What follows belongs to an exercise in optimizing a design on an open flow for small area, a short achievable clock period and few clock cycles per item; a production flow would make more cautious choices.
Only simulation tests tie the RTL to the original design; equivalence was not proved.
The clock input has no modelled driver; a real chip could not lean on it and would need a root buffer or a full tree.
Power figures rest on the tool's default switching activity, not on a simulated workload.

==> flow/design.v (excerpt) <==
module h16_bfly (
    input  wire        clk,
    input  wire        rst,
    input  wire        in_valid,
    input  wire [15:0] in_a,
    input  wire [15:0] in_b,
    input  wire        in_half,
    output reg         out_valid,
    output reg  [15:0] out_sum,
    output reg  [15:0] out_diff
);
clock: 20.0 ns
lec_check: 0
abc_area: 1
cap_margin: 20
core_margin: 2
core_utilization: 55
cts_buf_list: sky130_fd_sc_hd__clkbuf_8
slew_margin: 20
standard.sh (not shown) runs the stock make flow with config.mk's settings and CLKGATE_MAP_FILE= SYNTH_SCRIPT=/design/flow/synth_recipe.tcl, a recipe that flattens the netlist after the stock synthesis.
==> flow/flow/run.sh <==
#!/bin/bash
# The standard layout, with plain buf_2 cells as the port buffers in place of
# the delay buffers the placer picks by default. Every port still gets one.
set -euo pipefail
bash standard.sh synth > synth.log 2>&1
bash standard.sh BUFFER_PORTS_ARGS="-buffer_cell sky130_fd_sc_hd__buf_2" finish > layout.log 2>&1
The baseline ran to the end with no violations.
Testbench counts at the start, summed over its fixed seeds: cycles 24,032, items 24,000.
Edit:
--- a/flow/config.mk
+++ b/flow/config.mk
@@ -9,5 +9,6 @@
 export CAP_MARGIN = 20
 export CORE_MARGIN = 2
-export CORE_UTILIZATION = 55
+export CORE_UTILIZATION = 70
 export CTS_BUF_LIST = sky130_fd_sc_hd__clkbuf_8
+export PLACE_DENSITY = 0.78
 export SLEW_MARGIN = 20
After rerunning:
- routed wire length goes up by 2.8%
- cell area goes down by 0.56%
- global-route usage goes up by 7.2 points

* * *

## build 70
h16_bfly, a different RTL version from the one above (not shown whole).
For scale: roughly 1000 cells after synthesis, roughly 150 flip-flops, about 7100 um^2 of cells after synthesis.
Settings: LEC_CHECK=0, ABC_AREA=1, CAP_MARGIN=20, CORE_MARGIN=2, CORE_UTILIZATION=55, SLEW_MARGIN=20; clock period 20.0 ns.
==> flow/flow/run.sh <==
#!/bin/bash
# Layout flow:
# - synthesis: ORFS's own synthesis script (as standard.sh runs it), but with
#   ABC's area script replaced by flow/area.abc (chained dch/map -a/mfs2
#   passes) and without adder-cell extraction, so ABC maps the arithmetic
#   itself; the registers come out the same as in the standard synthesis;
# - plain buf_2 cells as the port buffers in place of the delay buffers the
#   placer picks by default (every port still gets one);
# - after CTS, a one-level clock tree (flow/mycts.tcl): the clock port drives
#   four clkbuf_16 cells, each feeding one cluster of registers.
set -euo pipefail
rm -rf myscripts
cp -r "$FLOW_HOME/scripts" myscripts
cp flow/area.abc myscripts/abc_area.script
bash standard.sh SCRIPTS_DIR="$PWD/myscripts" ADDER_MAP_FILE= synth > synth.log 2>&1
bash standard.sh \
  BUFFER_PORTS_ARGS="-buffer_cell sky130_fd_sc_hd__buf_2" \
  CTS_ARGS="-sink_clustering_enable -repair_clock_nets -dont_use_dummy_load -buf_list sky130_fd_sc_hd__clkbuf_8 -root_buf sky130_fd_sc_hd__clkbuf_16" \
  POST_CTS_TCL="$PWD/flow/mycts.tcl" \
  finish > layout.log 2>&1
==> flow/flow/area.abc <==
strash
dch -f
map -a
mfs2
strash
dch -f
map -a
topo
stime -c
buffer -c
upsize -c
dnsize -c
==> flow/flow/mycts.tcl <==
# Replace the clock tree that CTS built with a one-level tree: the clock port
# drives NBUF clkbuf_16 cells, each driving the registers of one cluster
# (k-means on the register locations). All registers get the same tree depth.
set nbuf 4
set db [ord::get_db]
set block [ord::get_db_block]
set clk [$block findNet clk]
set bufmaster [$db findMaster sky130_fd_sc_hd__clkbuf_16]

# walk the clock network from the port
set sinks {}
set tree_insts {}
set tree_nets {}
set todo [list $clk]
while {[llength $todo] > 0} {
  set net [lindex $todo 0]
  set todo [lrange $todo 1 end]
  foreach it [$net getITerms] {
    if {![$it isInputSignal]} { continue }
    set inst [$it getInst]
    set mname [[$inst getMaster] getName]
    if {[regexp {__df} $mname]} {
      lappend sinks $it
    } elseif {[regexp {__(clkbuf|clkinv|buf|inv)} $mname]} {
      lappend tree_insts $inst
      foreach ot [$inst getITerms] {
        if {[$ot isOutputSignal] && [$ot getNet] ne "NULL"} {
          lappend todo [$ot getNet]
          lappend tree_nets [$ot getNet]
        }
      }
    } else {
      puts "mycts: unexpected clock load [$inst getName] $mname"
      exit 1
    }
  }
}
puts "mycts: [llength $sinks] register clock pins, removing [llength $tree_insts] tree cells"

# register locations
set pts {}
foreach it $sinks {
  set bb [[$it getInst] getBBox]
  lappend pts [list [expr {([$bb xMin] + [$bb xMax]) / 2.0}] [expr {([$bb yMin] + [$bb yMax]) / 2.0}]]
}
# take the tree apart
foreach it $sinks { $it disconnect }
foreach inst $tree_insts { odb::dbInst_destroy $inst }
foreach net $tree_nets { odb::dbNet_destroy $net }

# k-means on the register locations, seeded at the quadrant centres of
# their bounding box (nbuf = 4)
set n [llength $pts]
set xs [lsort -real [lmap p $pts {lindex $p 0}]]
set ys [lsort -real [lmap p $pts {lindex $p 1}]]
set x0 [lindex $xs 0]; set x1 [lindex $xs end]
set y0 [lindex $ys 0]; set y1 [lindex $ys end]
set cen {}
for {set k 0} {$k < $nbuf} {incr k} {
  set fx [expr {($k % 2) ? 0.75 : 0.25}]
  set fy [expr {(($k / 2) % 2) ? 0.75 : 0.25}]
  lappend cen [list [expr {$x0 + $fx * ($x1 - $x0)}] [expr {$y0 + $fy * ($y1 - $y0)}]]
}
proc dist {p c} { expr {abs([lindex $p 0] - [lindex $c 0]) + abs([lindex $p 1] - [lindex $c 1])} }
proc centres {pts asg nbuf cen} {
  for {set k 0} {$k < $nbuf} {incr k} {
    set sx 0; set sy 0; set m 0
    foreach p $pts a $asg {
      if {$a == $k} { set sx [expr {$sx + [lindex $p 0]}]; set sy [expr {$sy + [lindex $p 1]}]; incr m }
    }
    if {$m > 0} { lset cen $k [list [expr {$sx / $m}] [expr {$sy / $m}]] }
  }
  return $cen
}
set asg [lrepeat $n 0]
for {set iter 0} {$iter < 50} {incr iter} {
  for {set j 0} {$j < $n} {incr j} {
    set p [lindex $pts $j]
    set best 0; set bd 1e30
    for {set k 0} {$k < $nbuf} {incr k} {
      set dd [dist $p [lindex $cen $k]]
      if {$dd < $bd} { set bd $dd; set best $k }
    }
    lset asg $j $best
  }
  set cen [centres $pts $asg $nbuf $cen]
}
set cap [expr {($n + $nbuf - 1) / $nbuf + 2}]
for {set guard 0} {$guard < 1000} {incr guard} {
  set cnt [lrepeat $nbuf 0]
  foreach a $asg { lset cnt $a [expr {[lindex $cnt $a] + 1}] }
  set big -1
  for {set k 0} {$k < $nbuf} {incr k} { if {[lindex $cnt $k] > $cap} { set big $k; break } }
  if {$big < 0} { break }
  set bj -1; set bk -1; set bc 1e30
  for {set j 0} {$j < $n} {incr j} {
    if {[lindex $asg $j] != $big} { continue }
    set p [lindex $pts $j]
    set d0 [dist $p [lindex $cen $big]]
    for {set k 0} {$k < $nbuf} {incr k} {
      if {$k == $big || [lindex $cnt $k] >= $cap} { continue }
      set c [expr {[dist $p [lindex $cen $k]] - $d0}]
      if {$c < $bc} { set bc $c; set bj $j; set bk $k }
    }
  }
  lset asg $bj $bk
  set cen [centres $pts $asg $nbuf $cen]
}

for {set k 0} {$k < $nbuf} {incr k} {
  set inst [odb::dbInst_create $block $bufmaster "clkbuf_leaf_$k"]
  set net [odb::dbNet_create $block "clknet_leaf_$k"]
  $net setSigType CLOCK
  [$inst findITerm A] connect $clk
  [$inst findITerm X] connect $net
  set c [lindex $cen $k]
  $inst setLocation [expr {int([lindex $c 0])}] [expr {int([lindex $c 1])}]
  $inst setPlacementStatus PLACED
  set m 0
  for {set j 0} {$j < $n} {incr j} {
    if {[lindex $asg $j] == $k} { [lindex $sinks $j] connect $net; incr m }
  }
  puts "mycts: clkbuf_leaf_$k drives $m registers"
}
$clk setSigType CLOCK
detailed_placement
check_placement -verbose
estimate_parasitics -placement
report_clock_latency
report_clock_skew
set worst 0
foreach pin [all_registers -clock_pins -edge_triggered] {
  foreach edge {rise fall} {
    set s [sta::time_ui_sta [get_property $pin slew_max_$edge]]
    if {$s > $worst} { set worst $s }
  }
}
puts "mycts: largest register clock-pin slew (placement estimate) [expr {$worst * 1e12}] ps"
Build 70 reached the end of the flow, and the finished layout is clean on the timing, design-rule and antenna checks.
Testbench counts of build 70, summed over its fixed seeds: cycles 24,032, items 24,000.
The following lists how build 77 was set up differently from build 70:
==> flow/flow/run.sh <==
#!/bin/bash
# Layout flow:
# - synthesis: ORFS's own synthesis script (as standard.sh runs it), but with
#   ABC's area script replaced by flow/area.abc (AIG resynthesis with
#   &deepsyn, then chained dch/map -a/mfs2 passes) and without adder-cell
#   extraction, so ABC maps the arithmetic itself; the registers come out
#   the same as in the standard synthesis;
# - plain buf_2 cells as the port buffers in place of the delay buffers the
#   placer picks by default (every port still gets one);
# - after CTS, a one-level clock tree (flow/mycts.tcl): the clock port drives
#   four clkbuf_16 cells, each feeding one cluster of registers; registers
#   are moved between clusters while that lowers the largest clock slew.
set -euo pipefail
rm -rf myscripts
cp -r "$FLOW_HOME/scripts" myscripts
cp flow/area.abc myscripts/abc_area.script
bash standard.sh SCRIPTS_DIR="$PWD/myscripts" ADDER_MAP_FILE= synth > synth.log 2>&1
bash standard.sh \
  BUFFER_PORTS_ARGS="-buffer_cell sky130_fd_sc_hd__buf_2" \
  CTS_ARGS="-sink_clustering_enable -repair_clock_nets -dont_use_dummy_load -buf_list sky130_fd_sc_hd__clkbuf_8 -root_buf sky130_fd_sc_hd__clkbuf_16" \
  POST_CTS_TCL="$PWD/flow/mycts.tcl" \
  finish > layout.log 2>&1
-- flow/flow/area.abc --
<<< build 70, line 1
strash
dch -f
>>> build 77, line 1
strash
&get -n
&deepsyn -J 300 -T 60
&put
dch -f
-- flow/flow/mycts.tcl --
<<< build 70, line 126
detailed_placement
check_placement -verbose
>>> build 77, line 126
detailed_placement
estimate_parasitics -placement

# the largest clock-pin slew on each leaf net (placement estimate)
proc leaf_slews {nbuf} {
  set res {}
  for {set k 0} {$k < $nbuf} {incr k} {
    set w 0
    foreach pin [get_pins -of_objects [get_nets clknet_leaf_$k] -filter "direction==input"] {
      foreach edge {rise fall} {
        set s [sta::time_ui_sta [get_property $pin slew_max_$edge]]
        if {$s > $w} { set w $s }
      }
    }
    lappend res $w
  }
  return $res
}
# move registers from the leaf with the slowest slew to the one with the
# fastest, nearest first, while that lowers the largest slew
set leafnets {}
for {set k 0} {$k < $nbuf} {incr k} { lappend leafnets [$block findNet clknet_leaf_$k] }
set sl [leaf_slews $nbuf]
puts "mycts: leaf slews [lmap v $sl {format %.1f [expr {$v * 1e12}]}] ps"
for {set step 0} {$step < 40} {incr step} {
  set hi 0; set lo 0
  for {set k 1} {$k < $nbuf} {incr k} {
    if {[lindex $sl $k] > [lindex $sl $hi]} { set hi $k }
    if {[lindex $sl $k] < [lindex $sl $lo]} { set lo $k }
  }
  set bj -1; set bc 1e30
  for {set j 0} {$j < $n} {incr j} {
    if {[lindex $asg $j] != $hi} { continue }
    set p [lindex $pts $j]
    set c [expr {[dist $p [lindex $cen $lo]] - [dist $p [lindex $cen $hi]]}]
    if {$c < $bc} { set bc $c; set bj $j }
  }
  if {$bj < 0} { break }
  set it [lindex $sinks $bj]
  $it disconnect
  $it connect [lindex $leafnets $lo]
  lset asg $bj $lo
  estimate_parasitics -placement
  set sl2 [leaf_slews $nbuf]
  if {[tcl::mathfunc::max {*}$sl2] >= [tcl::mathfunc::max {*}$sl]} {
    # no better: undo and stop
    $it disconnect
    $it connect [lindex $leafnets $hi]
    lset asg $bj $hi
    estimate_parasitics -placement
    break
  }
  set sl $sl2
  puts "mycts: moved [[$it getInst] getName] from leaf $hi to leaf $lo; leaf slews [lmap v $sl {format %.1f [expr {$v * 1e12}]}] ps"
}
check_placement -verbose
Every run (build 77 and build 70) finished clean. The launch point of the worst path comes out out_diff[5] in one run and out_diff[3] in the other, namely in build 70 and build 77 respectively. Part of the power in combinational logic: build 77 vs build 70 down 5.9 points. Of the two values seen for end point of the critical path, out_diff[3] was produced by build 77 and out_diff[5] by build 70. The synthesized area in build 77 was lower than what build 70 gave. Between build 70 and build 77, the ratio of final minimum period to clock period figures differ only marginally. The final critical-path required period on build 70 is in line with that on build 77.
### build 77 -> build 31
-- flow/flow/run.sh --
<<< build 77, line 4
#   ABC's area script replaced by flow/area.abc (AIG resynthesis with
#   &deepsyn, then chained dch/map -a/mfs2 passes) and without adder-cell
#   extraction, so ABC maps the arithmetic itself; the registers come out
>>> build 31, line 4
#   ABC's area script replaced by flow/area.abc (AIG resynthesis with
#   &deepsyn, then chained dch/amap/mfs2 passes) and without adder-cell
#   extraction, so ABC maps the arithmetic itself; the registers come out
==> flow/flow/area.abc <==
strash
&get -n
&deepsyn -J 300 -T 60
&put
dch -f
amap
mfs2
strash
dch -f
amap
topo
stime -c
buffer -c
upsize -c
dnsize -c
### Flow results
Build 31 finished end to end and its layout was clean on timing, DRC and antenna.
NOTE tap cell count build 77->build 31 decreased by a few percent
Build 31 — xor/xnor share of the synthesized area 4.7 points lower, build 77 as reference
Taking build 77 as the reference, in build 31 count of flip-flops and latches level; first-pass GRT wire length moved up; worst-case setup margin in the final layout level.
In every run of this note, the design's own scripts or RTL, not TritonCTS, make the clock network.

* * *

h16_bfly with an RTL version that a note above also has.
For scale: roughly 1,200 cells after synthesis, ~150 flip-flops.
Settings: LEC_CHECK=0, ABC_AREA=1, CAP_MARGIN=20, CORE_MARGIN=2, CORE_UTILIZATION=55, SLEW_MARGIN=20; clock period 20.0 ns.
==> flow/flow/run.sh <==
#!/bin/bash
# The standard layout, with plain buf_2 cells as the port buffers in place of
# the delay buffers the placer picks by default (every port still gets one),
# and a shallow clock tree without dummy loads.
set -euo pipefail
bash standard.sh synth > synth.log 2>&1
bash standard.sh \
  BUFFER_PORTS_ARGS="-buffer_cell sky130_fd_sc_hd__buf_2" \
  CTS_ARGS="-sink_clustering_enable -repair_clock_nets -dont_use_dummy_load -buf_list sky130_fd_sc_hd__clkbuf_8 -root_buf sky130_fd_sc_hd__clkbuf_16 -sink_clustering_size 20 -sink_clustering_max_diameter 150" \
  finish > layout.log 2>&1
Testbench counts at the start, summed over its fixed seeds: cycles 24,032, items 24,000.
Rerun with:
==> flow/flow/run.sh (replaced) <==
#!/bin/bash
# The standard layout, with plain buf_2 cells as the port buffers in place of
# the delay buffers the placer picks by default. Every port still gets one.
set -euo pipefail
bash standard.sh synth > synth.log 2>&1
bash standard.sh BUFFER_PORTS_ARGS="-buffer_cell sky130_fd_sc_hd__buf_2" finish > layout.log 2>&1
The new run passed the timing, design-rule and antenna checks.
Area after synthesis is unchanged.
Clock-buffer cell count stays the same.
Wire length rose by 2.2%.
Design area rose by 4.8%.
Total power rose by 18%.
Core utilization rose by 2.9 points.
Global-route usage rose by 0.42 points.
Hold slack is about the same.
Rerun with:
==> flow/flow/run.sh (replaced) <==
#!/bin/bash
# The standard layout, with plain buf_2 cells as the port buffers in place of
# the delay buffers the placer picks by default (every port still gets one),
# and a clock tree of clkbuf_8 cells (clkbuf_16 at the root) without dummy loads.
set -euo pipefail
bash standard.sh synth > synth.log 2>&1
bash standard.sh \
  BUFFER_PORTS_ARGS="-buffer_cell sky130_fd_sc_hd__buf_2" \
  CTS_ARGS="-sink_clustering_enable -repair_clock_nets -dont_use_dummy_load -buf_list sky130_fd_sc_hd__clkbuf_8 -root_buf sky130_fd_sc_hd__clkbuf_16 -sink_clustering_size 30" \
  finish > layout.log 2>&1
After rerunning: Non-clock buffer count stays the same. Fmax goes up by 1.3%. Setup slack improved by 0.062 ns. Cell area goes down by 4.6%. Die area stays the same. Final cell count goes down by 1.0%. Register-to-register slack improved by 0.03 ns. Clock skew goes up by 0.016 ns. Wire length goes down by about 2.2%.
Rerun with:
==> flow/flow/run.sh (replaced) <==
#!/bin/bash
# The standard layout, with plain buf_2 cells as the port buffers in place of
# the delay buffers the placer picks by default (every port still gets one),
# and a clock tree of clkbuf_8 cells without dummy loads.
set -euo pipefail
bash standard.sh synth > synth.log 2>&1
bash standard.sh \
  BUFFER_PORTS_ARGS="-buffer_cell sky130_fd_sc_hd__buf_2" \
  CTS_ARGS="-sink_clustering_enable -repair_clock_nets -dont_use_dummy_load -buf_list sky130_fd_sc_hd__clkbuf_8" \
  finish > layout.log 2>&1
Synthesized area stays the same.
Power came out lower by 0.48%.
Wire length is about the same.
Worst hold slack hardly moves.
Sequential share of layout area is about the same.
Design area is about the same.
Die area is unchanged.
Worst setup slack degrades by 0.071 ns.
First-iteration DRC count is lower by 2.9%.
Register-to-register slack hardly moves.
Count of clock-buffer cells in the layout does not change.

[what the ideal ports hide]
Ports are ideal in the flow. The routed layouts listed here were re-timed in OpenROAD.
Step 1 (the two cells are an assumption about what drives the block):
set clk [get_ports {clk}]
set_driving_cell -lib_cell sky130_fd_sc_hd__clkbuf_16 $clk
set_driving_cell -lib_cell sky130_fd_sc_hd__buf_2 [delete_from_list [all_inputs] $clk]
Step 2 adds t to the input delays and takes it off the output delays; t is the mean of the earliest and latest rising clock arrival at the registers after step 1. Input paths then give back, and output paths get back, about the clock's delay inside the block.
Slacks: no drivers / after step 1 / after step 2; pairs: no drivers / after step 1.
run	shift t [ns]	slack for setup (ns)	hold slack, ns	worst register clock-pin slew, ns
the first run of note 1	0.485	15.106 / 15.068 / 15.525	0.330 / 0.330 / 0.330	0.09 / 0.09
the second run of note 1	0.491	15.102 / 15.065 / 15.391	0.328 / 0.328 / 0.328	0.08 / 0.08
build 70	0.262	15.373 / 15.282 / 15.544	0.341 / 0.341 / 0.341	0.12 / 0.12
build 77	0.266	15.370 / 15.280 / 15.545	0.335 / 0.335 / 0.335	0.12 / 0.12
build 31	0.261	15.370 / 15.286 / 15.547	0.344 / 0.344 / 0.344	0.12 / 0.12
the first run of note 3	0.402	15.203 / 15.160 / 15.561	0.326 / 0.326 / 0.326	0.08 / 0.08
the second run of note 3	0.461	15.141 / 15.100 / 15.528	0.324 / 0.324 / 0.324	0.06 / 0.06
the third run of note 3	0.402	15.203 / 15.160 / 15.561	0.326 / 0.326 / 0.326	0.08 / 0.08
the fourth run of note 3	0.469	15.131 / 15.093 / 15.549	0.326 / 0.326 / 0.326	0.08 / 0.08
After both steps every run listed still meets setup and hold.
